Source: an optimization exercise on an open RTL-to-GDS flow (aim: small area, a short achievable clock period and few clock cycles per item). Production flows keep margins and buffers that such runs may drop.
No functional check of the RTL was part of this run.

## run.sh

```bash
#!/bin/bash
# synth_recipe.tcl (not shown) runs the flow's synth.tcl, then flattens the netlist and writes it again
# the make line also repeats each setting of config.mk as NAME=value (left out here)
make -C /OpenROAD-flow-scripts/flow DESIGN_CONFIG=/design/flow/config.mk WORK_HOME=/design/flow/orfs CLKGATE_MAP_FILE= SYNTH_SCRIPT=/design/flow/synth_recipe.tcl finish
```

## config.mk

```make
export PLATFORM = sky130hd
export DESIGN_NAME = rs544_decoder
export DESIGN_NICKNAME = rs544_decoder
export VERILOG_FILES = /design/flow/design.v
export SDC_FILE = /design/flow/constraint.sdc
export NUM_CORES = 4
export LEC_CHECK = 0
export CAP_MARGIN = 20
export CORE_MARGIN = 2
export CORE_UTILIZATION = 22
export PLACE_DENSITY = 0.35
export SLEW_MARGIN = 20
export SYNTH_MEMORY_MAX_BITS = 16384
```

## constraint.sdc

```tcl
create_clock -name core_clock -period 12.0 [get_ports {clk}]
set_input_delay 2.4000 -clock core_clock [delete_from_list [all_inputs] [get_ports {clk}]]
set_output_delay 2.4000 -clock core_clock [all_outputs]
set_load 0.01 [all_outputs]
```

## design.v

```verilog
module rs544_gf_inv (
    input  wire [9:0] a,
    output reg  [9:0] y
);
    always @(*) begin
        case (a)
            10'h000: y = 10'h000;
            10'h001: y = 10'h001;
            10'h002: y = 10'h204;
            10'h003: y = 10'h3f8;
            10'h004: y = 10'h102;
            10'h005: y = 10'h2af;
            10'h006: y = 10'h1fc;
            10'h007: y = 10'h2de;
            10'h008: y = 10'h081;
            10'h009: y = 10'h24d;
            10'h00a: y = 10'h353;
            10'h00b: y = 10'h0b8;
            10'h00c: y = 10'h0fe;
            10'h00d: y = 10'h0e8;
            10'h00e: y = 10'h16f;
            10'h00f: y = 10'h262;
            10'h010: y = 10'h244;
            10'h011: y = 10'h1de;
            10'h012: y = 10'h322;
            10'h013: y = 10'h0d6;
            10'h014: y = 10'h3ad;
            10'h015: y = 10'h0f2;
            10'h016: y = 10'h05c;
            10'h017: y = 10'h058;
            10'h018: y = 10'h07f;
            10'h019: y = 10'h3d1;
            10'h01a: y = 10'h074;
            10'h01b: y = 10'h23c;
            10'h01c: y = 10'h2b3;
            10'h01d: y = 10'h068;
            10'h01e: y = 10'h131;
            10'h01f: y = 10'h18f;
            10'h020: y = 10'h122;
            10'h021: y = 10'h085;
            10'h022: y = 10'h0ef;
            10'h023: y = 10'h2fd;
            10'h024: y = 10'h191;
            10'h025: y = 10'h278;
            10'h026: y = 10'h06b;
            10'h027: y = 10'h3df;
            10'h028: y = 10'h3d2;
            10'h029: y = 10'h1a7;
            10'h02a: y = 10'h079;
            10'h02b: y = 10'h14f;
            10'h02c: y = 10'h02e;
            10'h02d: y = 10'h213;
            10'h02e: y = 10'h02c;
            10'h02f: y = 10'h212;
            10'h030: y = 10'h23b;
            10'h031: y = 10'h18b;
            10'h032: y = 10'h3ec;
            10'h033: y = 10'h34d;
            10'h034: y = 10'h03a;
            10'h035: y = 10'h3b5;
            10'h036: y = 10'h11e;
            10'h037: y = 10'h0e7;
            10'h038: y = 10'h35d;
            10'h039: y = 10'h3cf;
            10'h03a: y = 10'h034;
            10'h03b: y = 10'h3b4;
            10'h03c: y = 10'h29c;
            10'h03d: y = 10'h3e9;
            10'h03e: y = 10'h2c3;
            10'h03f: y = 10'h3a9;
            10'h040: y = 10'h091;
            10'h041: y = 10'h167;
            10'h042: y = 10'h246;
            10'h043: y = 10'h087;
            10'h044: y = 10'h273;
            10'h045: y = 10'h1d9;
            10'h046: y = 10'h37a;
            10'h047: y = 10'h2a0;
            10'h048: y = 10'h2cc;
            10'h049: y = 10'h2e2;
            10'h04a: y = 10'h13c;
            10'h04b: y = 10'h145;
            10'h04c: y = 10'h231;
            10'h04d: y = 10'h16c;
            10'h04e: y = 10'h3eb;
            10'h04f: y = 10'h128;
            10'h050: y = 10'h1e9;
            10'h051: y = 10'h0fd;
            10'h052: y = 10'h2d7;
            10'h053: y = 10'h37e;
            10'h054: y = 10'h238;
            10'h055: y = 10'h13b;
            10'h056: y = 10'h2a3;
            10'h057: y = 10'h233;
            10'h058: y = 10'h017;
            10'h059: y = 10'h05d;
            10'h05a: y = 10'h30d;
            10'h05b: y = 10'h134;
            10'h05c: y = 10'h016;
            10'h05d: y = 10'h059;
            10'h05e: y = 10'h109;
            10'h05f: y = 10'h294;
            10'h060: y = 10'h319;
            10'h061: y = 10'h275;
            10'h062: y = 10'h2c1;
            10'h063: y = 10'h384;
            10'h064: y = 10'h1f6;
            10'h065: y = 10'h1ab;
            10'h066: y = 10'h3a2;
            10'h067: y = 10'h136;
            10'h068: y = 10'h01d;
            10'h069: y = 10'h2b2;
            10'h06a: y = 10'h3de;
            10'h06b: y = 10'h026;
            10'h06c: y = 10'h08f;
            10'h06d: y = 10'h151;
            10'h06e: y = 10'h277;
            10'h06f: y = 10'h22f;
            10'h070: y = 10'h3aa;
            10'h071: y = 10'h209;
            10'h072: y = 10'h3e3;
            10'h073: y = 10'h23e;
            10'h074: y = 10'h01a;
            10'h075: y = 10'h23d;
            10'h076: y = 10'h1da;
            10'h077: y = 10'h1f1;
            10'h078: y = 10'h14e;
            10'h079: y = 10'h02a;
            10'h07a: y = 10'h3f0;
            10'h07b: y = 10'h09d;
            10'h07c: y = 10'h365;
            10'h07d: y = 10'h0c5;
            10'h07e: y = 10'h3d0;
            10'h07f: y = 10'h018;
            10'h080: y = 10'h24c;
            10'h081: y = 10'h008;
            10'h082: y = 10'h2b7;
            10'h083: y = 10'h2eb;
            10'h084: y = 10'h123;
            10'h085: y = 10'h021;
            10'h086: y = 10'h247;
            10'h087: y = 10'h043;
            10'h088: y = 10'h33d;
            10'h089: y = 10'h32a;
            10'h08a: y = 10'h2e8;
            10'h08b: y = 10'h3e1;
            10'h08c: y = 10'h1bd;
            10'h08d: y = 10'h38c;
            10'h08e: y = 10'h150;
            10'h08f: y = 10'h06c;
            10'h090: y = 10'h166;
            10'h091: y = 10'h040;
            10'h092: y = 10'h171;
            10'h093: y = 10'h200;
            10'h094: y = 10'h09e;
            10'h095: y = 10'h1ea;
            10'h096: y = 10'h2a6;
            10'h097: y = 10'h333;
            10'h098: y = 10'h31c;
            10'h099: y = 10'h0af;
            10'h09a: y = 10'h0b6;
            10'h09b: y = 10'h0ce;
            10'h09c: y = 10'h3f1;
            10'h09d: y = 10'h07b;
            10'h09e: y = 10'h094;
            10'h09f: y = 10'h1eb;
            10'h0a0: y = 10'h2f0;
            10'h0a1: y = 10'h13f;
            10'h0a2: y = 10'h27a;
            10'h0a3: y = 10'h1d3;
            10'h0a4: y = 10'h36f;
            10'h0a5: y = 10'h17c;
            10'h0a6: y = 10'h1bf;
            10'h0a7: y = 10'h0f0;
            10'h0a8: y = 10'h11c;
            10'h0a9: y = 10'h315;
            10'h0aa: y = 10'h299;
            10'h0ab: y = 10'h368;
            10'h0ac: y = 10'h355;
            10'h0ad: y = 10'h2fe;
            10'h0ae: y = 10'h31d;
            10'h0af: y = 10'h099;
            10'h0b0: y = 10'h20f;
            10'h0b1: y = 10'h1e5;
            10'h0b2: y = 10'h22a;
            10'h0b3: y = 10'h120;
            10'h0b4: y = 10'h382;
            10'h0b5: y = 10'h2c6;
            10'h0b6: y = 10'h09a;
            10'h0b7: y = 10'h0cf;
            10'h0b8: y = 10'h00b;
            10'h0b9: y = 10'h352;
            10'h0ba: y = 10'h228;
            10'h0bb: y = 10'h269;
            10'h0bc: y = 10'h280;
            10'h0bd: y = 10'h3e5;
            10'h0be: y = 10'h14a;
            10'h0bf: y = 10'h3b8;
            10'h0c0: y = 10'h388;
            10'h0c1: y = 10'h392;
            10'h0c2: y = 10'h33e;
            10'h0c3: y = 10'h0dd;
            10'h0c4: y = 10'h364;
            10'h0c5: y = 10'h07d;
            10'h0c6: y = 10'h1c2;
            10'h0c7: y = 10'h260;
            10'h0c8: y = 10'h0fb;
            10'h0c9: y = 10'h267;
            10'h0ca: y = 10'h2d1;
            10'h0cb: y = 10'h2e5;
            10'h0cc: y = 10'h1d1;
            10'h0cd: y = 10'h203;
            10'h0ce: y = 10'h09b;
            10'h0cf: y = 10'h0b7;
            10'h0d0: y = 10'h20a;
            10'h0d1: y = 10'h31f;
            10'h0d2: y = 10'h159;
            10'h0d3: y = 10'h3af;
            10'h0d4: y = 10'h1ef;
            10'h0d5: y = 10'h3ee;
            10'h0d6: y = 10'h013;
            10'h0d7: y = 10'h323;
            10'h0d8: y = 10'h243;
            10'h0d9: y = 10'h310;
            10'h0da: y = 10'h2ac;
            10'h0db: y = 10'h259;
            10'h0dc: y = 10'h33f;
            10'h0dd: y = 10'h0c3;
            10'h0de: y = 10'h313;
            10'h0df: y = 10'h1e2;
            10'h0e0: y = 10'h1d5;
            10'h0e1: y = 10'h18c;
            10'h0e2: y = 10'h300;
            10'h0e3: y = 10'h234;
            10'h0e4: y = 10'h3f5;
            10'h0e5: y = 10'h117;
            10'h0e6: y = 10'h11f;
            10'h0e7: y = 10'h037;
            10'h0e8: y = 10'h00d;
            10'h0e9: y = 10'h0ff;
            10'h0ea: y = 10'h31a;
            10'h0eb: y = 10'h3cc;
            10'h0ec: y = 10'h0ed;
            10'h0ed: y = 10'h0ec;
            10'h0ee: y = 10'h2fc;
            10'h0ef: y = 10'h022;
            10'h0f0: y = 10'h0a7;
            10'h0f1: y = 10'h1be;
            10'h0f2: y = 10'h015;
            10'h0f3: y = 10'h3ac;
            10'h0f4: y = 10'h1f8;
            10'h0f5: y = 10'h12a;
            10'h0f6: y = 10'h24a;
            10'h0f7: y = 10'h3d7;
            10'h0f8: y = 10'h3b6;
            10'h0f9: y = 10'h216;
            10'h0fa: y = 10'h266;
            10'h0fb: y = 10'h0c8;
            10'h0fc: y = 10'h1e8;
            10'h0fd: y = 10'h051;
            10'h0fe: y = 10'h00c;
            10'h0ff: y = 10'h0e9;
            10'h100: y = 10'h126;
            10'h101: y = 10'h3a0;
            10'h102: y = 10'h004;
            10'h103: y = 10'h2ae;
            10'h104: y = 10'h35f;
            10'h105: y = 10'h1a0;
            10'h106: y = 10'h371;
            10'h107: y = 10'h3c8;
            10'h108: y = 10'h295;
            10'h109: y = 10'h05e;
            10'h10a: y = 10'h214;
            10'h10b: y = 10'h1f2;
            10'h10c: y = 10'h327;
            10'h10d: y = 10'h3bf;
            10'h10e: y = 10'h225;
            10'h10f: y = 10'h2cf;
            10'h110: y = 10'h39a;
            10'h111: y = 10'h1b9;
            10'h112: y = 10'h195;
            10'h113: y = 10'h36d;
            10'h114: y = 10'h174;
            10'h115: y = 10'h164;
            10'h116: y = 10'h3f4;
            10'h117: y = 10'h0e5;
            10'h118: y = 10'h2da;
            10'h119: y = 10'h14d;
            10'h11a: y = 10'h1c6;
            10'h11b: y = 10'h2a5;
            10'h11c: y = 10'h0a8;
            10'h11d: y = 10'h314;
            10'h11e: y = 10'h036;
            10'h11f: y = 10'h0e6;
            10'h120: y = 10'h0b3;
            10'h121: y = 10'h22b;
            10'h122: y = 10'h020;
            10'h123: y = 10'h084;
            10'h124: y = 10'h2bc;
            10'h125: y = 10'h1ec;
            10'h126: y = 10'h100;
            10'h127: y = 10'h3a1;
            10'h128: y = 10'h04f;
            10'h129: y = 10'h3ea;
            10'h12a: y = 10'h0f5;
            10'h12b: y = 10'h1f9;
            10'h12c: y = 10'h153;
            10'h12d: y = 10'h38f;
            10'h12e: y = 10'h39d;
            10'h12f: y = 10'h30a;
            10'h130: y = 10'h18e;
            10'h131: y = 10'h01e;
            10'h132: y = 10'h253;
            10'h133: y = 10'h1f4;
            10'h134: y = 10'h05b;
            10'h135: y = 10'h30c;
            10'h136: y = 10'h067;
            10'h137: y = 10'h3a3;
            10'h138: y = 10'h3fc;
            10'h139: y = 10'h3b0;
            10'h13a: y = 10'h239;
            10'h13b: y = 10'h055;
            10'h13c: y = 10'h04a;
            10'h13d: y = 10'h144;
            10'h13e: y = 10'h2f1;
            10'h13f: y = 10'h0a1;
            10'h140: y = 10'h178;
            10'h141: y = 10'h2e7;
            10'h142: y = 10'h29b;
            10'h143: y = 10'h289;
            10'h144: y = 10'h13d;
            10'h145: y = 10'h04b;
            10'h146: y = 10'h2ed;
            10'h147: y = 10'h199;
            10'h148: y = 10'h3b3;
            10'h149: y = 10'h227;
            10'h14a: y = 10'h0be;
            10'h14b: y = 10'h3b9;
            10'h14c: y = 10'h2db;
            10'h14d: y = 10'h119;
            10'h14e: y = 10'h078;
            10'h14f: y = 10'h02b;
            10'h150: y = 10'h08e;
            10'h151: y = 10'h06d;
            10'h152: y = 10'h38e;
            10'h153: y = 10'h12c;
            10'h154: y = 10'h348;
            10'h155: y = 10'h285;
            10'h156: y = 10'h1b4;
            10'h157: y = 10'h206;
            10'h158: y = 10'h3ae;
            10'h159: y = 10'h0d2;
            10'h15a: y = 10'h17f;
            10'h15b: y = 10'h1dd;
            10'h15c: y = 10'h38a;
            10'h15d: y = 10'h1a3;
            10'h15e: y = 10'h248;
            10'h15f: y = 10'h19d;
            10'h160: y = 10'h303;
            10'h161: y = 10'h359;
            10'h162: y = 10'h2f6;
            10'h163: y = 10'h16a;
            10'h164: y = 10'h115;
            10'h165: y = 10'h175;
            10'h166: y = 10'h090;
            10'h167: y = 10'h041;
            10'h168: y = 10'h1c1;
            10'h169: y = 10'h2ef;
            10'h16a: y = 10'h163;
            10'h16b: y = 10'h2f7;
            10'h16c: y = 10'h04d;
            10'h16d: y = 10'h230;
            10'h16e: y = 10'h263;
            10'h16f: y = 10'h00e;
            10'h170: y = 10'h201;
            10'h171: y = 10'h092;
            10'h172: y = 10'h1a9;
            10'h173: y = 10'h2f2;
            10'h174: y = 10'h114;
            10'h175: y = 10'h165;
            10'h176: y = 10'h330;
            10'h177: y = 10'h380;
            10'h178: y = 10'h140;
            10'h179: y = 10'h2e6;
            10'h17a: y = 10'h3f6;
            10'h17b: y = 10'h2c4;
            10'h17c: y = 10'h0a5;
            10'h17d: y = 10'h36e;
            10'h17e: y = 10'h1dc;
            10'h17f: y = 10'h15a;
            10'h180: y = 10'h1c4;
            10'h181: y = 10'h2b9;
            10'h182: y = 10'h1c9;
            10'h183: y = 10'h3ff;
            10'h184: y = 10'h19f;
            10'h185: y = 10'h25e;
            10'h186: y = 10'h26a;
            10'h187: y = 10'h3c5;
            10'h188: y = 10'h1b2;
            10'h189: y = 10'h3c6;
            10'h18a: y = 10'h23a;
            10'h18b: y = 10'h031;
            10'h18c: y = 10'h0e1;
            10'h18d: y = 10'h1d4;
            10'h18e: y = 10'h130;
            10'h18f: y = 10'h01f;
            10'h190: y = 10'h279;
            10'h191: y = 10'h024;
            10'h192: y = 10'h337;
            10'h193: y = 10'h375;
            10'h194: y = 10'h36c;
            10'h195: y = 10'h112;
            10'h196: y = 10'h376;
            10'h197: y = 10'h283;
            10'h198: y = 10'h2ec;
            10'h199: y = 10'h147;
            10'h19a: y = 10'h305;
            10'h19b: y = 10'h2e1;
            10'h19c: y = 10'h249;
            10'h19d: y = 10'h15f;
            10'h19e: y = 10'h25f;
            10'h19f: y = 10'h184;
            10'h1a0: y = 10'h105;
            10'h1a1: y = 10'h35e;
            10'h1a2: y = 10'h38b;
            10'h1a3: y = 10'h15d;
            10'h1a4: y = 10'h2a8;
            10'h1a5: y = 10'h3bb;
            10'h1a6: y = 10'h3d3;
            10'h1a7: y = 10'h029;
            10'h1a8: y = 10'h2f3;
            10'h1a9: y = 10'h172;
            10'h1aa: y = 10'h1f7;
            10'h1ab: y = 10'h065;
            10'h1ac: y = 10'h20d;
            10'h1ad: y = 10'h3bd;
            10'h1ae: y = 10'h395;
            10'h1af: y = 10'h342;
            10'h1b0: y = 10'h325;
            10'h1b1: y = 10'h39e;
            10'h1b2: y = 10'h188;
            10'h1b3: y = 10'h3c7;
            10'h1b4: y = 10'h156;
            10'h1b5: y = 10'h207;
            10'h1b6: y = 10'h328;
            10'h1b7: y = 10'h2fa;
            10'h1b8: y = 10'h39b;
            10'h1b9: y = 10'h111;
            10'h1ba: y = 10'h265;
            10'h1bb: y = 10'h32c;
            10'h1bc: y = 10'h38d;
            10'h1bd: y = 10'h08c;
            10'h1be: y = 10'h0f1;
            10'h1bf: y = 10'h0a6;
            10'h1c0: y = 10'h2ee;
            10'h1c1: y = 10'h168;
            10'h1c2: y = 10'h0c6;
            10'h1c3: y = 10'h261;
            10'h1c4: y = 10'h180;
            10'h1c5: y = 10'h2b8;
            10'h1c6: y = 10'h11a;
            10'h1c7: y = 10'h2a4;
            10'h1c8: y = 10'h3fe;
            10'h1c9: y = 10'h182;
            10'h1ca: y = 10'h28f;
            10'h1cb: y = 10'h2c9;
            10'h1cc: y = 10'h28b;
            10'h1cd: y = 10'h220;
            10'h1ce: y = 10'h21f;
            10'h1cf: y = 10'h362;
            10'h1d0: y = 10'h202;
            10'h1d1: y = 10'h0cc;
            10'h1d2: y = 10'h27b;
            10'h1d3: y = 10'h0a3;
            10'h1d4: y = 10'h18d;
            10'h1d5: y = 10'h0e0;
            10'h1d6: y = 10'h1e6;
            10'h1d7: y = 10'h2b0;
            10'h1d8: y = 10'h272;
            10'h1d9: y = 10'h045;
            10'h1da: y = 10'h076;
            10'h1db: y = 10'h1f0;
            10'h1dc: y = 10'h17e;
            10'h1dd: y = 10'h15b;
            10'h1de: y = 10'h011;
            10'h1df: y = 10'h245;
            10'h1e0: y = 10'h257;
            10'h1e1: y = 10'h2f9;
            10'h1e2: y = 10'h0df;
            10'h1e3: y = 10'h312;
            10'h1e4: y = 10'h20e;
            10'h1e5: y = 10'h0b1;
            10'h1e6: y = 10'h1d6;
            10'h1e7: y = 10'h2b1;
            10'h1e8: y = 10'h0fc;
            10'h1e9: y = 10'h050;
            10'h1ea: y = 10'h095;
            10'h1eb: y = 10'h09f;
            10'h1ec: y = 10'h125;
            10'h1ed: y = 10'h2bd;
            10'h1ee: y = 10'h3ef;
            10'h1ef: y = 10'h0d4;
            10'h1f0: y = 10'h1db;
            10'h1f1: y = 10'h077;
            10'h1f2: y = 10'h10b;
            10'h1f3: y = 10'h215;
            10'h1f4: y = 10'h133;
            10'h1f5: y = 10'h252;
            10'h1f6: y = 10'h064;
            10'h1f7: y = 10'h1aa;
            10'h1f8: y = 10'h0f4;
            10'h1f9: y = 10'h12b;
            10'h1fa: y = 10'h22c;
            10'h1fb: y = 10'h2f4;
            10'h1fc: y = 10'h006;
            10'h1fd: y = 10'h2df;
            10'h1fe: y = 10'h270;
            10'h1ff: y = 10'h390;
            10'h200: y = 10'h093;
            10'h201: y = 10'h170;
            10'h202: y = 10'h1d0;
            10'h203: y = 10'h0cd;
            10'h204: y = 10'h002;
            10'h205: y = 10'h3f9;
            10'h206: y = 10'h157;
            10'h207: y = 10'h1b5;
            10'h208: y = 10'h3ab;
            10'h209: y = 10'h071;
            10'h20a: y = 10'h0d0;
            10'h20b: y = 10'h31e;
            10'h20c: y = 10'h3bc;
            10'h20d: y = 10'h1ac;
            10'h20e: y = 10'h1e4;
            10'h20f: y = 10'h0b0;
            10'h210: y = 10'h34e;
            10'h211: y = 10'h29e;
            10'h212: y = 10'h02f;
            10'h213: y = 10'h02d;
            10'h214: y = 10'h10a;
            10'h215: y = 10'h1f3;
            10'h216: y = 10'h0f9;
            10'h217: y = 10'h3b7;
            10'h218: y = 10'h397;
            10'h219: y = 10'h361;
            10'h21a: y = 10'h3db;
            10'h21b: y = 10'h35b;
            10'h21c: y = 10'h316;
            10'h21d: y = 10'h293;
            10'h21e: y = 10'h363;
            10'h21f: y = 10'h1ce;
            10'h220: y = 10'h1cd;
            10'h221: y = 10'h28a;
            10'h222: y = 10'h2d8;
            10'h223: y = 10'h250;
            10'h224: y = 10'h2ce;
            10'h225: y = 10'h10e;
            10'h226: y = 10'h3b2;
            10'h227: y = 10'h149;
            10'h228: y = 10'h0ba;
            10'h229: y = 10'h268;
            10'h22a: y = 10'h0b2;
            10'h22b: y = 10'h121;
            10'h22c: y = 10'h1fa;
            10'h22d: y = 10'h2f5;
            10'h22e: y = 10'h276;
            10'h22f: y = 10'h06f;
            10'h230: y = 10'h16d;
            10'h231: y = 10'h04c;
            10'h232: y = 10'h2a2;
            10'h233: y = 10'h057;
            10'h234: y = 10'h0e3;
            10'h235: y = 10'h301;
            10'h236: y = 10'h356;
            10'h237: y = 10'h26c;
            10'h238: y = 10'h054;
            10'h239: y = 10'h13a;
            10'h23a: y = 10'h18a;
            10'h23b: y = 10'h030;
            10'h23c: y = 10'h01b;
            10'h23d: y = 10'h075;
            10'h23e: y = 10'h073;
            10'h23f: y = 10'h3e2;
            10'h240: y = 10'h25d;
            10'h241: y = 10'h3cb;
            10'h242: y = 10'h311;
            10'h243: y = 10'h0d8;
            10'h244: y = 10'h010;
            10'h245: y = 10'h1df;
            10'h246: y = 10'h042;
            10'h247: y = 10'h086;
            10'h248: y = 10'h15e;
            10'h249: y = 10'h19c;
            10'h24a: y = 10'h0f6;
            10'h24b: y = 10'h3d6;
            10'h24c: y = 10'h080;
            10'h24d: y = 10'h009;
            10'h24e: y = 10'h3d4;
            10'h24f: y = 10'h26f;
            10'h250: y = 10'h223;
            10'h251: y = 10'h2d9;
            10'h252: y = 10'h1f5;
            10'h253: y = 10'h132;
            10'h254: y = 10'h27e;
            10'h255: y = 10'h3a6;
            10'h256: y = 10'h2f8;
            10'h257: y = 10'h1e0;
            10'h258: y = 10'h2ad;
            10'h259: y = 10'h0db;
            10'h25a: y = 10'h3c3;
            10'h25b: y = 10'h379;
            10'h25c: y = 10'h3ca;
            10'h25d: y = 10'h240;
            10'h25e: y = 10'h185;
            10'h25f: y = 10'h19e;
            10'h260: y = 10'h0c7;
            10'h261: y = 10'h1c3;
            10'h262: y = 10'h00f;
            10'h263: y = 10'h16e;
            10'h264: y = 10'h32d;
            10'h265: y = 10'h1ba;
            10'h266: y = 10'h0fa;
            10'h267: y = 10'h0c9;
            10'h268: y = 10'h229;
            10'h269: y = 10'h0bb;
            10'h26a: y = 10'h186;
            10'h26b: y = 10'h3c4;
            10'h26c: y = 10'h237;
            10'h26d: y = 10'h357;
            10'h26e: y = 10'h3d5;
            10'h26f: y = 10'h24f;
            10'h270: y = 10'h1fe;
            10'h271: y = 10'h391;
            10'h272: y = 10'h1d8;
            10'h273: y = 10'h044;
            10'h274: y = 10'h318;
            10'h275: y = 10'h061;
            10'h276: y = 10'h22e;
            10'h277: y = 10'h06e;
            10'h278: y = 10'h025;
            10'h279: y = 10'h190;
            10'h27a: y = 10'h0a2;
            10'h27b: y = 10'h1d2;
            10'h27c: y = 10'h37c;
            10'h27d: y = 10'h351;
            10'h27e: y = 10'h254;
            10'h27f: y = 10'h3a7;
            10'h280: y = 10'h0bc;
            10'h281: y = 10'h3e4;
            10'h282: y = 10'h377;
            10'h283: y = 10'h197;
            10'h284: y = 10'h349;
            10'h285: y = 10'h155;
            10'h286: y = 10'h340;
            10'h287: y = 10'h399;
            10'h288: y = 10'h29a;
            10'h289: y = 10'h143;
            10'h28a: y = 10'h221;
            10'h28b: y = 10'h1cc;
            10'h28c: y = 10'h372;
            10'h28d: y = 10'h2d3;
            10'h28e: y = 10'h2c8;
            10'h28f: y = 10'h1ca;
            10'h290: y = 10'h3dd;
            10'h291: y = 10'h3f2;
            10'h292: y = 10'h317;
            10'h293: y = 10'h21d;
            10'h294: y = 10'h05f;
            10'h295: y = 10'h108;
            10'h296: y = 10'h3d8;
            10'h297: y = 10'h34b;
            10'h298: y = 10'h369;
            10'h299: y = 10'h0aa;
            10'h29a: y = 10'h288;
            10'h29b: y = 10'h142;
            10'h29c: y = 10'h03c;
            10'h29d: y = 10'h3e8;
            10'h29e: y = 10'h211;
            10'h29f: y = 10'h34f;
            10'h2a0: y = 10'h047;
            10'h2a1: y = 10'h37b;
            10'h2a2: y = 10'h232;
            10'h2a3: y = 10'h056;
            10'h2a4: y = 10'h1c7;
            10'h2a5: y = 10'h11b;
            10'h2a6: y = 10'h096;
            10'h2a7: y = 10'h332;
            10'h2a8: y = 10'h1a4;
            10'h2a9: y = 10'h3ba;
            10'h2aa: y = 10'h346;
            10'h2ab: y = 10'h33a;
            10'h2ac: y = 10'h0da;
            10'h2ad: y = 10'h258;
            10'h2ae: y = 10'h103;
            10'h2af: y = 10'h005;
            10'h2b0: y = 10'h1d7;
            10'h2b1: y = 10'h1e7;
            10'h2b2: y = 10'h069;
            10'h2b3: y = 10'h01c;
            10'h2b4: y = 10'h2bb;
            10'h2b5: y = 10'h2d4;
            10'h2b6: y = 10'h2ea;
            10'h2b7: y = 10'h082;
            10'h2b8: y = 10'h1c5;
            10'h2b9: y = 10'h181;
            10'h2ba: y = 10'h2d5;
            10'h2bb: y = 10'h2b4;
            10'h2bc: y = 10'h124;
            10'h2bd: y = 10'h1ed;
            10'h2be: y = 10'h2ca;
            10'h2bf: y = 10'h309;
            10'h2c0: y = 10'h385;
            10'h2c1: y = 10'h062;
            10'h2c2: y = 10'h3a8;
            10'h2c3: y = 10'h03e;
            10'h2c4: y = 10'h17b;
            10'h2c5: y = 10'h3f7;
            10'h2c6: y = 10'h0b5;
            10'h2c7: y = 10'h383;
            10'h2c8: y = 10'h28e;
            10'h2c9: y = 10'h1cb;
            10'h2ca: y = 10'h2be;
            10'h2cb: y = 10'h308;
            10'h2cc: y = 10'h048;
            10'h2cd: y = 10'h2e3;
            10'h2ce: y = 10'h224;
            10'h2cf: y = 10'h10f;
            10'h2d0: y = 10'h2e4;
            10'h2d1: y = 10'h0ca;
            10'h2d2: y = 10'h373;
            10'h2d3: y = 10'h28d;
            10'h2d4: y = 10'h2b5;
            10'h2d5: y = 10'h2ba;
            10'h2d6: y = 10'h37f;
            10'h2d7: y = 10'h052;
            10'h2d8: y = 10'h222;
            10'h2d9: y = 10'h251;
            10'h2da: y = 10'h118;
            10'h2db: y = 10'h14c;
            10'h2dc: y = 10'h335;
            10'h2dd: y = 10'h387;
            10'h2de: y = 10'h007;
            10'h2df: y = 10'h1fd;
            10'h2e0: y = 10'h304;
            10'h2e1: y = 10'h19b;
            10'h2e2: y = 10'h049;
            10'h2e3: y = 10'h2cd;
            10'h2e4: y = 10'h2d0;
            10'h2e5: y = 10'h0cb;
            10'h2e6: y = 10'h179;
            10'h2e7: y = 10'h141;
            10'h2e8: y = 10'h08a;
            10'h2e9: y = 10'h3e0;
            10'h2ea: y = 10'h2b6;
            10'h2eb: y = 10'h083;
            10'h2ec: y = 10'h198;
            10'h2ed: y = 10'h146;
            10'h2ee: y = 10'h1c0;
            10'h2ef: y = 10'h169;
            10'h2f0: y = 10'h0a0;
            10'h2f1: y = 10'h13e;
            10'h2f2: y = 10'h173;
            10'h2f3: y = 10'h1a8;
            10'h2f4: y = 10'h1fb;
            10'h2f5: y = 10'h22d;
            10'h2f6: y = 10'h162;
            10'h2f7: y = 10'h16b;
            10'h2f8: y = 10'h256;
            10'h2f9: y = 10'h1e1;
            10'h2fa: y = 10'h1b7;
            10'h2fb: y = 10'h329;
            10'h2fc: y = 10'h0ee;
            10'h2fd: y = 10'h023;
            10'h2fe: y = 10'h0ad;
            10'h2ff: y = 10'h354;
            10'h300: y = 10'h0e2;
            10'h301: y = 10'h235;
            10'h302: y = 10'h358;
            10'h303: y = 10'h160;
            10'h304: y = 10'h2e0;
            10'h305: y = 10'h19a;
            10'h306: y = 10'h3fb;
            10'h307: y = 10'h36a;
            10'h308: y = 10'h2cb;
            10'h309: y = 10'h2bf;
            10'h30a: y = 10'h12f;
            10'h30b: y = 10'h39c;
            10'h30c: y = 10'h135;
            10'h30d: y = 10'h05a;
            10'h30e: y = 10'h3e6;
            10'h30f: y = 10'h367;
            10'h310: y = 10'h0d9;
            10'h311: y = 10'h242;
            10'h312: y = 10'h1e3;
            10'h313: y = 10'h0de;
            10'h314: y = 10'h11d;
            10'h315: y = 10'h0a9;
            10'h316: y = 10'h21c;
            10'h317: y = 10'h292;
            10'h318: y = 10'h274;
            10'h319: y = 10'h060;
            10'h31a: y = 10'h0ea;
            10'h31b: y = 10'h3cd;
            10'h31c: y = 10'h098;
            10'h31d: y = 10'h0ae;
            10'h31e: y = 10'h20b;
            10'h31f: y = 10'h0d1;
            10'h320: y = 10'h338;
            10'h321: y = 10'h3a5;
            10'h322: y = 10'h012;
            10'h323: y = 10'h0d7;
            10'h324: y = 10'h39f;
            10'h325: y = 10'h1b0;
            10'h326: y = 10'h3be;
            10'h327: y = 10'h10c;
            10'h328: y = 10'h1b6;
            10'h329: y = 10'h2fb;
            10'h32a: y = 10'h089;
            10'h32b: y = 10'h33c;
            10'h32c: y = 10'h1bb;
            10'h32d: y = 10'h264;
            10'h32e: y = 10'h345;
            10'h32f: y = 10'h3c0;
            10'h330: y = 10'h176;
            10'h331: y = 10'h381;
            10'h332: y = 10'h2a7;
            10'h333: y = 10'h097;
            10'h334: y = 10'h386;
            10'h335: y = 10'h2dc;
            10'h336: y = 10'h374;
            10'h337: y = 10'h192;
            10'h338: y = 10'h320;
            10'h339: y = 10'h3a4;
            10'h33a: y = 10'h2ab;
            10'h33b: y = 10'h347;
            10'h33c: y = 10'h32b;
            10'h33d: y = 10'h088;
            10'h33e: y = 10'h0c2;
            10'h33f: y = 10'h0dc;
            10'h340: y = 10'h286;
            10'h341: y = 10'h398;
            10'h342: y = 10'h1af;
            10'h343: y = 10'h394;
            10'h344: y = 10'h3c1;
            10'h345: y = 10'h32e;
            10'h346: y = 10'h2aa;
            10'h347: y = 10'h33b;
            10'h348: y = 10'h154;
            10'h349: y = 10'h284;
            10'h34a: y = 10'h3d9;
            10'h34b: y = 10'h297;
            10'h34c: y = 10'h3ed;
            10'h34d: y = 10'h033;
            10'h34e: y = 10'h210;
            10'h34f: y = 10'h29f;
            10'h350: y = 10'h37d;
            10'h351: y = 10'h27d;
            10'h352: y = 10'h0b9;
            10'h353: y = 10'h00a;
            10'h354: y = 10'h2ff;
            10'h355: y = 10'h0ac;
            10'h356: y = 10'h236;
            10'h357: y = 10'h26d;
            10'h358: y = 10'h302;
            10'h359: y = 10'h161;
            10'h35a: y = 10'h3da;
            10'h35b: y = 10'h21b;
            10'h35c: y = 10'h3ce;
            10'h35d: y = 10'h038;
            10'h35e: y = 10'h1a1;
            10'h35f: y = 10'h104;
            10'h360: y = 10'h396;
            10'h361: y = 10'h219;
            10'h362: y = 10'h1cf;
            10'h363: y = 10'h21e;
            10'h364: y = 10'h0c4;
            10'h365: y = 10'h07c;
            10'h366: y = 10'h3e7;
            10'h367: y = 10'h30f;
            10'h368: y = 10'h0ab;
            10'h369: y = 10'h298;
            10'h36a: y = 10'h307;
            10'h36b: y = 10'h3fa;
            10'h36c: y = 10'h194;
            10'h36d: y = 10'h113;
            10'h36e: y = 10'h17d;
            10'h36f: y = 10'h0a4;
            10'h370: y = 10'h3c9;
            10'h371: y = 10'h106;
            10'h372: y = 10'h28c;
            10'h373: y = 10'h2d2;
            10'h374: y = 10'h336;
            10'h375: y = 10'h193;
            10'h376: y = 10'h196;
            10'h377: y = 10'h282;
            10'h378: y = 10'h3c2;
            10'h379: y = 10'h25b;
            10'h37a: y = 10'h046;
            10'h37b: y = 10'h2a1;
            10'h37c: y = 10'h27c;
            10'h37d: y = 10'h350;
            10'h37e: y = 10'h053;
            10'h37f: y = 10'h2d6;
            10'h380: y = 10'h177;
            10'h381: y = 10'h331;
            10'h382: y = 10'h0b4;
            10'h383: y = 10'h2c7;
            10'h384: y = 10'h063;
            10'h385: y = 10'h2c0;
            10'h386: y = 10'h334;
            10'h387: y = 10'h2dd;
            10'h388: y = 10'h0c0;
            10'h389: y = 10'h393;
            10'h38a: y = 10'h15c;
            10'h38b: y = 10'h1a2;
            10'h38c: y = 10'h08d;
            10'h38d: y = 10'h1bc;
            10'h38e: y = 10'h152;
            10'h38f: y = 10'h12d;
            10'h390: y = 10'h1ff;
            10'h391: y = 10'h271;
            10'h392: y = 10'h0c1;
            10'h393: y = 10'h389;
            10'h394: y = 10'h343;
            10'h395: y = 10'h1ae;
            10'h396: y = 10'h360;
            10'h397: y = 10'h218;
            10'h398: y = 10'h341;
            10'h399: y = 10'h287;
            10'h39a: y = 10'h110;
            10'h39b: y = 10'h1b8;
            10'h39c: y = 10'h30b;
            10'h39d: y = 10'h12e;
            10'h39e: y = 10'h1b1;
            10'h39f: y = 10'h324;
            10'h3a0: y = 10'h101;
            10'h3a1: y = 10'h127;
            10'h3a2: y = 10'h066;
            10'h3a3: y = 10'h137;
            10'h3a4: y = 10'h339;
            10'h3a5: y = 10'h321;
            10'h3a6: y = 10'h255;
            10'h3a7: y = 10'h27f;
            10'h3a8: y = 10'h2c2;
            10'h3a9: y = 10'h03f;
            10'h3aa: y = 10'h070;
            10'h3ab: y = 10'h208;
            10'h3ac: y = 10'h0f3;
            10'h3ad: y = 10'h014;
            10'h3ae: y = 10'h158;
            10'h3af: y = 10'h0d3;
            10'h3b0: y = 10'h139;
            10'h3b1: y = 10'h3fd;
            10'h3b2: y = 10'h226;
            10'h3b3: y = 10'h148;
            10'h3b4: y = 10'h03b;
            10'h3b5: y = 10'h035;
            10'h3b6: y = 10'h0f8;
            10'h3b7: y = 10'h217;
            10'h3b8: y = 10'h0bf;
            10'h3b9: y = 10'h14b;
            10'h3ba: y = 10'h2a9;
            10'h3bb: y = 10'h1a5;
            10'h3bc: y = 10'h20c;
            10'h3bd: y = 10'h1ad;
            10'h3be: y = 10'h326;
            10'h3bf: y = 10'h10d;
            10'h3c0: y = 10'h32f;
            10'h3c1: y = 10'h344;
            10'h3c2: y = 10'h378;
            10'h3c3: y = 10'h25a;
            10'h3c4: y = 10'h26b;
            10'h3c5: y = 10'h187;
            10'h3c6: y = 10'h189;
            10'h3c7: y = 10'h1b3;
            10'h3c8: y = 10'h107;
            10'h3c9: y = 10'h370;
            10'h3ca: y = 10'h25c;
            10'h3cb: y = 10'h241;
            10'h3cc: y = 10'h0eb;
            10'h3cd: y = 10'h31b;
            10'h3ce: y = 10'h35c;
            10'h3cf: y = 10'h039;
            10'h3d0: y = 10'h07e;
            10'h3d1: y = 10'h019;
            10'h3d2: y = 10'h028;
            10'h3d3: y = 10'h1a6;
            10'h3d4: y = 10'h24e;
            10'h3d5: y = 10'h26e;
            10'h3d6: y = 10'h24b;
            10'h3d7: y = 10'h0f7;
            10'h3d8: y = 10'h296;
            10'h3d9: y = 10'h34a;
            10'h3da: y = 10'h35a;
            10'h3db: y = 10'h21a;
            10'h3dc: y = 10'h3f3;
            10'h3dd: y = 10'h290;
            10'h3de: y = 10'h06a;
            10'h3df: y = 10'h027;
            10'h3e0: y = 10'h2e9;
            10'h3e1: y = 10'h08b;
            10'h3e2: y = 10'h23f;
            10'h3e3: y = 10'h072;
            10'h3e4: y = 10'h281;
            10'h3e5: y = 10'h0bd;
            10'h3e6: y = 10'h30e;
            10'h3e7: y = 10'h366;
            10'h3e8: y = 10'h29d;
            10'h3e9: y = 10'h03d;
            10'h3ea: y = 10'h129;
            10'h3eb: y = 10'h04e;
            10'h3ec: y = 10'h032;
            10'h3ed: y = 10'h34c;
            10'h3ee: y = 10'h0d5;
            10'h3ef: y = 10'h1ee;
            10'h3f0: y = 10'h07a;
            10'h3f1: y = 10'h09c;
            10'h3f2: y = 10'h291;
            10'h3f3: y = 10'h3dc;
            10'h3f4: y = 10'h116;
            10'h3f5: y = 10'h0e4;
            10'h3f6: y = 10'h17a;
            10'h3f7: y = 10'h2c5;
            10'h3f8: y = 10'h003;
            10'h3f9: y = 10'h205;
            10'h3fa: y = 10'h36b;
            10'h3fb: y = 10'h306;
            10'h3fc: y = 10'h138;
            10'h3fd: y = 10'h3b1;
            10'h3fe: y = 10'h1c8;
            10'h3ff: y = 10'h183;
            default: y = 10'h000;
        endcase
    end
endmodule
module rs544_decoder (
    input  wire       clk,
    input  wire       rst,
    input  wire       in_valid,
    input  wire [9:0] in_sym,
    output wire       in_ready,
    output wire       err_valid,
    output wire [9:0] err_pos,
    output wire [9:0] err_val,
    output wire       done,
    output wire       done_uncorr,
    output wire       done_marked,
    output wire [4:0] done_nerr
);
    localparam [3:0] S_RECV   = 4'd0,
                     S_BMINIT = 4'd1,
                     S_BM     = 4'd2,
                     S_OMINIT = 4'd3,
                     S_OMEGA  = 4'd4,
                     S_CHINIT = 4'd5,
                     S_CHIEN  = 4'd6,
                     S_OUT    = 4'd7,
                     S_DONE   = 4'd8;
    function [9:0] gf_mul;
        input [9:0] a;
        input [9:0] b;
        reg   [19:0] p;
        integer i;
        begin
            p = 20'd0;
            for (i = 0; i < 10; i = i + 1)
                if (b[i]) p = p ^ ({10'd0, a} << i);
            for (i = 19; i >= 10; i = i - 1)
                if (p[i]) p = p ^ (20'h00409 << (i - 10));
            gf_mul = p[9:0];
        end
    endfunction
    function [9:0] syn_step;
        input [4:0] idx;
        begin
            case (idx)
                5'd0: syn_step = 10'h001;
                5'd1: syn_step = 10'h002;
                5'd2: syn_step = 10'h004;
                5'd3: syn_step = 10'h008;
                5'd4: syn_step = 10'h010;
                5'd5: syn_step = 10'h020;
                5'd6: syn_step = 10'h040;
                5'd7: syn_step = 10'h080;
                5'd8: syn_step = 10'h100;
                5'd9: syn_step = 10'h200;
                5'd10: syn_step = 10'h009;
                5'd11: syn_step = 10'h012;
                5'd12: syn_step = 10'h024;
                5'd13: syn_step = 10'h048;
                5'd14: syn_step = 10'h090;
                5'd15: syn_step = 10'h120;
                5'd16: syn_step = 10'h240;
                5'd17: syn_step = 10'h089;
                5'd18: syn_step = 10'h112;
                5'd19: syn_step = 10'h224;
                5'd20: syn_step = 10'h041;
                5'd21: syn_step = 10'h082;
                5'd22: syn_step = 10'h104;
                5'd23: syn_step = 10'h208;
                5'd24: syn_step = 10'h019;
                5'd25: syn_step = 10'h032;
                5'd26: syn_step = 10'h064;
                5'd27: syn_step = 10'h0c8;
                5'd28: syn_step = 10'h190;
                5'd29: syn_step = 10'h320;
                default: syn_step = 10'h000;
            endcase
        end
    endfunction
    function [9:0] mark_syn;
        input [4:0] idx;
        begin
            case (idx)
                5'd0: mark_syn = 10'h001;
                5'd1: mark_syn = 10'h3df;
                5'd2: mark_syn = 10'h2b3;
                5'd3: mark_syn = 10'h24e;
                5'd4: mark_syn = 10'h08e;
                5'd5: mark_syn = 10'h234;
                5'd6: mark_syn = 10'h162;
                5'd7: mark_syn = 10'h2ea;
                5'd8: mark_syn = 10'h0c4;
                5'd9: mark_syn = 10'h151;
                5'd10: mark_syn = 10'h00b;
                5'd11: mark_syn = 10'h2af;
                5'd12: mark_syn = 10'h269;
                5'd13: mark_syn = 10'h08f;
                5'd14: mark_syn = 10'h1eb;
                5'd15: mark_syn = 10'h3d1;
                5'd16: mark_syn = 10'h0a4;
                5'd17: mark_syn = 10'h04a;
                5'd18: mark_syn = 10'h365;
                5'd19: mark_syn = 10'h169;
                5'd20: mark_syn = 10'h045;
                5'd21: mark_syn = 10'h2ad;
                5'd22: mark_syn = 10'h1de;
                5'd23: mark_syn = 10'h1e0;
                5'd24: mark_syn = 10'h17e;
                5'd25: mark_syn = 10'h2cd;
                5'd26: mark_syn = 10'h0c5;
                5'd27: mark_syn = 10'h28e;
                5'd28: mark_syn = 10'h2b8;
                5'd29: mark_syn = 10'h0e1;
                default: mark_syn = 10'h000;
            endcase
        end
    endfunction
    function [9:0] chien_init;
        input [4:0] idx;
        begin
            case (idx)
                5'd0: chien_init = 10'h001;
                5'd1: chien_init = 10'h04e;
                5'd2: chien_init = 10'h070;
                5'd3: chien_init = 10'h29f;
                5'd4: chien_init = 10'h12d;
                5'd5: chien_init = 10'h05f;
                5'd6: chien_init = 10'h0d7;
                5'd7: chien_init = 10'h1e6;
                5'd8: chien_init = 10'h218;
                5'd9: chien_init = 10'h386;
                5'd10: chien_init = 10'h171;
                5'd11: chien_init = 10'h05a;
                5'd12: chien_init = 10'h1a1;
                5'd13: chien_init = 10'h056;
                5'd14: chien_init = 10'h2e9;
                5'd15: chien_init = 10'h216;
                default: chien_init = 10'h000;
            endcase
        end
    endfunction
    function [9:0] chien_step;
        input [4:0] idx;
        begin
            case (idx)
                5'd0: chien_step = 10'h001;
                5'd1: chien_step = 10'h002;
                5'd2: chien_step = 10'h004;
                5'd3: chien_step = 10'h008;
                5'd4: chien_step = 10'h010;
                5'd5: chien_step = 10'h020;
                5'd6: chien_step = 10'h040;
                5'd7: chien_step = 10'h080;
                5'd8: chien_step = 10'h100;
                5'd9: chien_step = 10'h200;
                5'd10: chien_step = 10'h009;
                5'd11: chien_step = 10'h012;
                5'd12: chien_step = 10'h024;
                5'd13: chien_step = 10'h048;
                5'd14: chien_step = 10'h090;
                5'd15: chien_step = 10'h120;
                default: chien_step = 10'h000;
            endcase
        end
    endfunction
    reg  [3:0] state;
    reg  [9:0] cnt;           
    reg  [4:0] out_idx;
    reg  [9:0] syn   [0:29];
    reg  [9:0] win   [0:15];  
    reg  [9:0] lam   [0:15];
    reg  [9:0] bpoly [0:15];
    reg  [9:0] gam;
    reg  [5:0] lam_deg;       
    reg  [9:0] om    [0:14];
    reg  [9:0] lam_t [0:15];  
    reg  [9:0] om_t  [0:14];
    reg  [9:0] e_pos [0:14];
    reg  [9:0] e_val [0:14];
    reg  [4:0] nfound;
    reg        overflow;      
    reg        r_uncorr;
    reg        r_marked;
    wire       accept = in_valid && (state == S_RECV);
    assign in_ready = (state == S_RECV);
    reg  [9:0] disc;
    integer k;
    always @(*) begin
        disc = 10'd0;
        for (k = 0; k < 16; k = k + 1)
            disc = disc ^ gf_mul(lam[k], win[k]);
    end
    reg marked_syn;
    always @(*) begin
        marked_syn = 1'b1;
        for (k = 0; k < 30; k = k + 1)
            if (syn[k] != mark_syn(k)) marked_syn = 1'b0;
    end
    reg [9:0] lam_sum, lam_odd, om_sum;
    always @(*) begin
        lam_sum = 10'd0;
        lam_odd = 10'd0;
        om_sum  = 10'd0;
        for (k = 0; k < 16; k = k + 1) begin
            lam_sum = lam_sum ^ lam_t[k];
            if (k % 2 == 1) lam_odd = lam_odd ^ lam_t[k];
        end
        for (k = 0; k < 15; k = k + 1)
            om_sum = om_sum ^ om_t[k];
    end
    wire [9:0] lam_odd_inv;
    rs544_gf_inv u_inv (.a(lam_odd), .y(lam_odd_inv));
    wire [9:0] forney_val = gf_mul(om_sum, lam_odd_inv);
    wire bm_update_b = (disc != 10'd0) && ({lam_deg, 1'b0} <= {1'b0, cnt[5:0]});
    always @(posedge clk) begin
        case (state)
            S_RECV: if (accept) begin
                for (k = 0; k < 30; k = k + 1)
                    syn[k] <= (cnt == 10'd0) ? in_sym : (gf_mul(syn[k], syn_step(k)) ^ in_sym);
            end
            S_BMINIT: begin
                win[0] <= syn[0];
                for (k = 1; k < 16; k = k + 1) win[k] <= 10'd0;
                lam[0]   <= 10'd1;
                bpoly[0] <= 10'd1;
                for (k = 1; k < 16; k = k + 1) begin
                    lam[k]   <= 10'd0;
                    bpoly[k] <= 10'd0;
                end
                gam     <= 10'd1;
                lam_deg <= 6'd0;
            end
            S_BM: begin
                lam[0] <= gf_mul(gam, lam[0]);
                for (k = 1; k < 16; k = k + 1)
                    lam[k] <= gf_mul(gam, lam[k]) ^ gf_mul(disc, bpoly[k-1]);
                if (bm_update_b) begin
                    for (k = 0; k < 16; k = k + 1) bpoly[k] <= lam[k];
                    lam_deg <= {cnt[5:0] + 6'd1} - lam_deg;
                    gam     <= disc;
                end else begin
                    bpoly[0] <= 10'd0;
                    for (k = 1; k < 16; k = k + 1) bpoly[k] <= bpoly[k-1];
                end
                for (k = 0; k < 29; k = k + 1) syn[k] <= syn[k+1];
                syn[29] <= syn[0];
                win[0] <= syn[1];
                for (k = 1; k < 16; k = k + 1) win[k] <= win[k-1];
            end
            S_OMINIT: begin
                win[0] <= syn[0];
                for (k = 1; k < 16; k = k + 1) win[k] <= 10'd0;
            end
            S_OMEGA: begin
                om[14] <= disc;
                for (k = 0; k < 14; k = k + 1) om[k] <= om[k+1];
                for (k = 0; k < 29; k = k + 1) syn[k] <= syn[k+1];
                syn[29] <= syn[0];
                win[0] <= syn[1];
                for (k = 1; k < 16; k = k + 1) win[k] <= win[k-1];
            end
            S_CHINIT: begin
                for (k = 0; k < 16; k = k + 1) lam_t[k] <= gf_mul(lam[k], chien_init(k));
                for (k = 0; k < 15; k = k + 1) om_t[k]  <= gf_mul(om[k], chien_init(k));
            end
            S_CHIEN: begin
                for (k = 0; k < 16; k = k + 1) lam_t[k] <= gf_mul(lam_t[k], chien_step(k));
                for (k = 0; k < 15; k = k + 1) om_t[k]  <= gf_mul(om_t[k], chien_step(k));
                if (lam_sum == 10'd0 && nfound < 5'd15) begin
                    e_pos[nfound[3:0]] <= cnt;
                    e_val[nfound[3:0]] <= forney_val;
                end
            end
            default: ;
        endcase
    end
    always @(posedge clk) begin
        if (rst) begin
            state    <= S_RECV;
            cnt      <= 10'd0;
            out_idx  <= 5'd0;
            nfound   <= 5'd0;
            overflow <= 1'b0;
            r_uncorr <= 1'b0;
            r_marked <= 1'b0;
        end else begin
            case (state)
                S_RECV: if (accept) begin
                    if (cnt == 10'd543) begin
                        cnt   <= 10'd0;
                        state <= S_BMINIT;
                    end else begin
                        cnt <= cnt + 10'd1;
                    end
                end
                S_BMINIT: begin
                    nfound   <= 5'd0;
                    overflow <= 1'b0;
                    out_idx  <= 5'd0;
                    r_uncorr <= 1'b0;
                    r_marked <= marked_syn;
                    cnt      <= 10'd0;
                    state    <= marked_syn ? S_DONE : S_BM;
                end
                S_BM: begin
                    if (cnt == 10'd29) begin
                        cnt   <= 10'd0;
                        state <= S_OMINIT;
                    end else begin
                        cnt <= cnt + 10'd1;
                    end
                end
                S_OMINIT: begin
                    if (lam_deg > 6'd15) begin
                        r_uncorr <= 1'b1;
                        state    <= S_DONE;
                    end else begin
                        state <= S_OMEGA;
                    end
                end
                S_OMEGA: begin
                    if (cnt == 10'd14) begin
                        cnt   <= 10'd0;
                        state <= S_CHINIT;
                    end else begin
                        cnt <= cnt + 10'd1;
                    end
                end
                S_CHINIT: state <= S_CHIEN;
                S_CHIEN: begin
                    if (lam_sum == 10'd0) begin
                        if (nfound == 5'd15) overflow <= 1'b1;
                        else nfound <= nfound + 5'd1;
                    end
                    if (cnt == 10'd543) begin
                        cnt   <= 10'd0;
                        state <= S_OUT;
                    end else begin
                        cnt <= cnt + 10'd1;
                    end
                end
                S_OUT: begin
                    if (overflow || ({1'b0, nfound} != lam_deg)) begin
                        r_uncorr <= 1'b1;
                        state    <= S_DONE;
                    end else if (out_idx == nfound) begin
                        state <= S_DONE;
                    end else begin
                        out_idx <= out_idx + 5'd1;
                    end
                end
                S_DONE: begin
                    cnt   <= 10'd0;
                    state <= S_RECV;
                end
                default: state <= S_RECV;
            endcase
        end
    end
    wire out_ok = (state == S_OUT) && !overflow && ({1'b0, nfound} == lam_deg) &&
                  (out_idx != nfound);
    assign err_valid   = out_ok;
    assign err_pos     = e_pos[out_idx[3:0]];
    assign err_val     = e_val[out_idx[3:0]];
    assign done        = (state == S_DONE);
    assign done_uncorr = r_uncorr;
    assign done_marked = r_marked;
    assign done_nerr   = (r_uncorr || r_marked) ? 5'd0 : nfound;
endmodule
```

==> qor.yml <==
logic_synthesis:
  synth_cell_types: 97
  synth_nets: 19190
  netlist_instances: 19120
  synth_edf_count: 1546
  synth_area_sq_um: 159800
  ys_ff_latch: 1577
  ys_seq_area_share_pct: 29.43
  yosysWarnings: 9
  avgSynthCellArea_sq_um: 8.359
  synth_top_flop_cell: "edfxtp_1"
  async_flop_share_pct: 0
cts:
  clk_latency_ns: 1.00
  clkTransAtPathRegs_ns: 0.06
  cts_buffers: 212
  cts_tree: "done"
  clock-sinks: 1577
  postCtsSetupBuffers: 0
  cts_resized: 0
  cts_buffer_depth: 4
  clockRootBuffer: "clkbuf_16"
  htreeDepth: 4
  postCtsHoldBufs: 0
critical_path:
  crit_path_end_kind: "register"
  r2r-start: "lam_t[15][0]"
  critPathLaunch: "lam_t[15][0]"
  arrival_ns: 10.05
  cp_max_fo: 27
  required_ns: 12.59
  critPathKind: "reg2reg"
  cp-start-kind: "register"
min_path:
  min_from: "om[0][8]"
  hold_path.class: "reg2reg"
routing:
  wl_mm: 952.9
  dr.first_iter.drc_count: 18550
  vias: 142700
  wl_per_cell_um: 33.58
  vias_per_cell: 5.027
  first_pass_iters: 7
  ant_nets: 0
  drc: 0
global_route:
  use_met2_pct: 37.27
  use_met1_pct: 32.86
  antenna_found_initial: 99
  grt_pass1_wl_mm: 1274
  track_usage_pct: 24.84
  grt-ovfl-total: 0
  met3_usage_pct: 5.763
  grt-busiest-layer: "met2"
  grt_max_degree: 168
  first_global_vias: 136200
layout:
  multi_input_area_sq_um: 106300
  nFillCells: 78650
  drive_above_1_share_pct: 7.895
  nNetsFinal: 18620
  regArea_sq_um: 47050
  synthToLayoutAreaGrowth_pct: 12.68
  mostFrequentLayoutCell: "nand2_1"
  mostFrequentLayoutCells: "5,545 x nand2_1, 4,592 x xnor2_1, 1,546 x edfxtp_1"
placed_design:
  globalplace.congestion: 1.047
  port_buffers: 42
  place.detailed.hpwl_mm: 622.8
sta:
  period_needed_ns: 9.461
  slew_headroom_pct: 11.68
  finalSetupTns_ns: 0
  fmax_mhz: 105.7
  setup_viol: 0
  fin_skew_ns: 0.1132
  hold_viol_final: 0
  fin_crit_sh_pct: 78.84
  worstMarginPinSlew_ns: 1.325
  rsz0062_at_grt: "false"
  maxSlewViolCount: 0
floorplanning:
  die_h_um: 856.4
  ios: 43
  chipWidth_um: 856.4
  start_util_pct: 22.04
  dieArea_sq_um: 733400
  core-area_sq_um: 725300
  rows: 313
job:
  maxCapViolations: 0
run_status:
  status: "timing/DRC/antenna clean"
worst paths after layout:
kind | to | slack (ns) | cells after the start
setup / recovery | e_val[4][0] | 2.54 | 20
hold / removal | om_t[0][8] | 0.34 | 0
setup reg to reg | e_val[4][0] | 2.54 | 20
hold reg to reg | om_t[0][8] | 0.34 | 0
per-stage QoR:
stage	cells	cell area [sq um]	setup slack, ns	utilization [%]	hold WS, ns
final	28380	180100	2.539	24.83	0.3418
after floorplan	19120	159800	2.500	-	0.4003
after detailed placement	27940	172900	3.280	23.83	0.4074
after global placement	27940	172700	3.217	23.81	0.4030
after global routing	28350	180000	2.614	24.82	0.3600
after CTS	28340	179900	3.292	24.80	0.3385
flip-flops by register name (all words and copies together), names as in the netlist, 6 cells and up, named ones only:
name / count
win: 160
syn: 300
e_pos: 150
bpoly: 150
lam_deg: 6
om_t: 150
lam_t: 160
lam: 160
e_val: 150
gam: 10
cnt: 10
om: 150
routing by layer:
layer	part of all wire, %	wire, um
met1	42	401100
met2	42	402000
met3	8.8	84200
met4	6.8	65230
met5	0.041	393
logic make-up (layout without fill, tap and decap cells):
kind of cell / Yosys count / in the layout / share of synthesized area, %
adders and majority gates: 53 / 53 / 0.4196
muxes: 159 / 159 / 1.637
DFF: 1577 / 1577 / 29.43
xor gates and xnor gates: 6310 / 6310 / 38.00
and+or+nand+nor: 7190 / 7190 / 17.85
buffers and inverters: 1741 / 1354 / 4.581
other: 0 / 39 / 0
AOI/OAI and AO/OA: 2091 / 2091 / 8.083
critical path: stages (launching register included):
cell and delay (ns):
edfxtp_1 0.46, xnor2_1 0.18, xnor2_1 0.39, xor2_4 0.17, buf_4 0.48, inv_1 0.60, ha_1 0.42, inv_2 0.78
nand2_1 0.64, nor2_1 0.90, o221a_2 0.35, a311oi_1 0.09, nor3_1 0.38, nor3_1 0.12, nor4_2 0.89, buf_4 0.32
and2_1 0.42, or3_1 0.17, nand3_1 0.15, xnor2_1 0.39, xnor3_1 0.76
layout make-up:
cell class	instances	share of cell area [%]
clock buffers	256	3.083
clock inverters	136	0.8101
inverters	57	0.1313
flip-flops and latches	1577	26.13
multi-input cells	15800	59.03
well taps	9607	6.674
diodes	39	0.05419
repair buffers	905	4.090
synthesized netlist by cell type (53+ instances only):
library cell,n,area [sq um]
a31oi_1,69,431.7
xnor3_1,371,8356
nand2_1,5551,20840
a311oi_1,68,595.6
buf_2,372,1862
a211oi_1,59,442.9
o21ai_0,607,3038
o221ai_1,53,464.2
nor2_1,983,3690
o311ai_0,70,613.1
mux4_2,80,1802
edfxtp_1,1546,46420
and2_1,175,1095
a21oi_1,692,3463
buf_1,325,1220
clkbuf_1,920,3453
nand3_1,134,670.6
mux2i_1,60,600.6
nor3_1,131,655.6
xor2_1,1297,11360
xnor2_1,4606,40340
o211ai_1,105,788.3

==> static timing again, ports no longer ideal <==
In the flow no input, the clock included, has a driving cell. The finished layout below was timed again as built, in two steps.
Step 1 (the two cells are an assumption about what drives the block):
set clk [get_ports {clk}]
set_driving_cell -lib_cell sky130_fd_sc_hd__clkbuf_16 $clk
set_driving_cell -lib_cell sky130_fd_sc_hd__buf_2 [delete_from_list [all_inputs] $clk]
Step 2, shift: input delay + t, output delay - t, t = (earliest + latest rising clock arrival at the registers) / 2. This alone moves slack from input paths to output paths.
Slacks: no drivers / after step 1 / after step 2; pairs: no drivers / after step 1.
t, ns: 1.099
setup WS [ns]: 2.539 / 2.539 / 2.539
worst register clock-pin slew, ns: 0.09 / 0.09
cell pins on the clock port's net: 1
After both steps this run still meets setup and hold. For this run, drivers alone change the setup slack by 0.000 ns; drivers and shift together by 0.000 ns.
